From an optimization exercise on the open Yosys and OpenROAD flow, aimed at small area, a short achievable clock period and few clock cycles per item; shortcuts taken in it are not production practice.
Function was checked by simulation only, so behaviour that the tests miss may differ from the original.
With no activity given, the tool overestimates toggling in this design, so its power and IR-drop figures are unreliable.

==> 09-01 <==
==> flow/design.v (excerpt) <==
module pix_cond (
    input  wire         clk,
    input  wire         rst,
    input  wire         in_valid,
    output wire         in_ready,
    input  wire [1:0]   in_fmt,
    input  wire [47:0]  in_rgb,
    input  wire [143:0] in_m,
    input  wire [15:0]  in_e,
    output wire [29:0]  g_addr,
    input  wire [47:0]  g_lo,
    input  wire [47:0]  g_hi,
    output reg          out_valid,
    input  wire         out_ready,
    output reg  [47:0]  out_o
);
clock: 12.0 ns
lec_check: 0
cap_margin: 50
core_margin: 2
core_utilization: 40
cts_cluster_diameter: 60
cts_cluster_size: 30
slew_margin: 60
run.sh (not shown) runs the stock make flow with config.mk's settings and CLKGATE_MAP_FILE= SYNTH_SCRIPT=/design/flow/synth_recipe.tcl, a recipe that flattens the netlist after the stock synthesis.
==> inputs of 11-10, as changes to 09-01 <==
--- a/flow/config.mk
+++ b/flow/config.mk
@@ -9,5 +9,3 @@
 export CORE_MARGIN = 2
-export CORE_UTILIZATION = 40
-export CTS_CLUSTER_DIAMETER = 60
-export CTS_CLUSTER_SIZE = 30
+export CORE_UTILIZATION = 70
 export SLEW_MARGIN = 60
==> notes.md <==
Setup path:
- The timing endpoint of the critical path is a4k0_17_2.

Route:
- The sum of routed wire segments on met1 is between 150000 and 200000 um.
- After detailed routing, the met2 layer carries 210000 um of wire.

Status:
- The run finished with no timing, DRC or antenna violations.

STA:
- The max-slew headroom at the worst pin is between 50% and 60%.
- The worst setup skew after layout is 0.115 ns.

Floorplanning:
- The standard cell core area is 219000 um2.

Power:
The numbers above come from 11-10.

==> notes.md <==
Route:
- After detailed routing, the wire length on met1 is 180000 um.
- The length of routed met2 wiring is 199000 um.

STA:
- For the pin with the worst max-slew slack, the measured transition is 0.625 ns.
- The max-slew headroom at the worst pin is 58.1%.
- The worst setup skew after layout is 0.107 ns.

Global route:
- The routing usage on met2 is 35.4%.

Floorplanning:
- The standard cell core area is about 380000 um2.

Setup path:
- Following the worst setup path forward leads to its endpoint at a4k1_17_2.

Finish:
- The library cells used most frequently in the layout, excluding fill and tap cells, are sky130_fd_sc_hd__fa_1 (2001), sky130_fd_sc_hd__inv_1 (1957), sky130_fd_sc_hd__edfxtp_1 (1935).
- The final instance count without filler cells is 18200.

Status:
- The flow ran to the end and the layout has no timing, DRC or antenna violations.
The numbers above come from 09-01.

Testbench counts of 09-01, summed over its fixed seeds: cycles 12,072, pixels 12,000.
Testbench counts of 11-10, summed over its fixed seeds: cycles 12,072, pixels 12,000.

* * *

==> inputs of maple <==
Another version of the RTL of pix_cond (not shown whole).
// pix_cond
module pix_cond (
    input  wire         clk,
    input  wire         rst,
    input  wire         in_valid,
    output wire         in_ready,
    input  wire [1:0]   in_fmt,
    input  wire [47:0]  in_rgb,
    input  wire [143:0] in_m,
    input  wire [15:0]  in_e,
    output wire [29:0]  g_addr,
    input  wire [47:0]  g_lo,
    input  wire [47:0]  g_hi,
    output reg          out_valid,
    input  wire         out_ready,
    output reg  [47:0]  out_o
);
    reg rdy_s0;
    wire en_s0 = rdy_s0;
    reg rdy_s1;
    wire en_s1 = rdy_s1;
    reg rdy_s2;
    wire en_s2 = rdy_s2;
    reg rdy_s3;
    wire en_s3 = rdy_s3;
    reg rdy_s4;
    wire en_s4 = rdy_s4;
    reg rdy_s5;
    wire en_s5 = rdy_s5;
    reg rdy_s6;
    wire en_s6 = rdy_s6;
    reg rdy_ob;
    wire en_ob = rdy_ob;
    reg rdy_io;
    wire en_io = rdy_io;
    reg rdy_ga;
    wire en_ga = rdy_ga;
    reg rdy_s1b;
    wire en_s1b = rdy_s1b;
    reg rdy_s2k0;
    wire en_s2k0 = rdy_s2k0;
    reg rdy_s2k1;
    wire en_s2k1 = rdy_s2k1;
  ...
Settings: LEC_CHECK=0, CAP_MARGIN=50, CORE_MARGIN=2, CORE_UTILIZATION=40, SLEW_MARGIN=60; clock period 12.0 ns.
==> nickel (differences from maple) <==
CORE_UTILIZATION = 60   (was 40)
CTS_CLUSTER_DIAMETER = 60   (was default)
CTS_CLUSTER_SIZE = 30   (was default)
==> notes <==
- In nickel the clock skew is lower than in maple, by 0.070 ns.
- Against nickel, the critical path depth of maple is higher by 2.
- Synthesized cell count is the same in maple and nickel.
- Via count: maple is smaller than nickel (2.2%).
- In synthesized area, nickel and maple do not differ.
- Between nickel and maple, the lower die area is in nickel (gap about 33%, measured against maple).
Testbench counts of maple, summed over its fixed seeds: cycles 12,064, pixels 12,000.
Testbench counts of nickel, summed over its fixed seeds: cycles 12,064, pixels 12,000.

* * *

==> run B: inputs <==
RTL: one of the versions met above, not the one the previous note started from.
clock: 12.0 ns
lec_check: 0
cap_margin: 50
core_margin: 2
core_utilization: 60
cts_cluster_diameter: 60
cts_cluster_size: 30
slew_margin: 60
==> run X: changes against run B <==
CAP_MARGIN = 20   (was 50)
CORE_UTILIZATION = 70   (was 60)
CTS_CLUSTER_DIAMETER = not set   (was 60)
CTS_CLUSTER_SIZE = not set   (was 30)
SLEW_MARGIN = 30   (was 60)
==> notes.md <==
Flip-flop and latch count is the same in run X and run B.
Of run X and run B, run B has the higher setup slack (gap 220 ps).
In run X the register-to-register slack is lower than in run B, by 220 ps.
Clock skew: run B is lower than run X (43 ps).
Testbench counts of run B, summed over its fixed seeds: cycles 12,072, pixels 12,000.
Testbench counts of run X, summed over its fixed seeds: cycles 12,072, pixels 12,000.

## separate check: timing with driven ports
Ports are ideal in the flow. The routed layouts listed here were re-timed in OpenROAD. Step 1 (the two cells are an assumption about what drives the block):
set clk [get_ports {clk}]
set_driving_cell -lib_cell sky130_fd_sc_hd__clkbuf_16 $clk
set_driving_cell -lib_cell sky130_fd_sc_hd__buf_2 [delete_from_list [all_inputs] $clk]
Step 2 moves the port delays by t, midway between the first and last clock arrival at a register: inputs arrive t later, outputs are due t later. That takes back most of the time a late clock gives input paths. a / b / c = ideal ports / drivers / drivers and shift; a / b = the first two.
run | t, ns | setup WS [ns] | hold WS [ns] | worst register clock-pin slew, ns | pins driven straight from the clock port
09-01 | 1.023 | 7.214 / 7.214 / 6.587 | 0.407 / 0.407 / 0.407 | 0.10 / 0.10 | 1
11-10 | 0.981 | 7.191 / 7.191 / 6.604 | 0.390 / 0.390 / 0.390 | 0.08 / 0.08 | 1
maple | 1.025 | 7.231 / 7.231 / 6.600 | 0.365 / 0.365 / 0.365 | 0.09 / 0.09 | 1
nickel | 0.934 | 7.236 / 7.236 / 6.593 | 0.409 / 0.409 / 0.409 | 0.11 / 0.11 | 1
run B | 0.964 | 7.288 / 7.288 / 6.667 | 0.405 / 0.405 / 0.405 | 0.10 / 0.10 | 1
run X | 0.977 | 7.072 / 7.072 / 6.597 | 0.363 / 0.363 / 0.363 | 0.08 / 0.08 | 1
After both steps setup and hold are still met in every run listed. The setup slack of nickel, which loses most, moves by 0.000 ns with the drivers and by -0.643 ns with both steps.
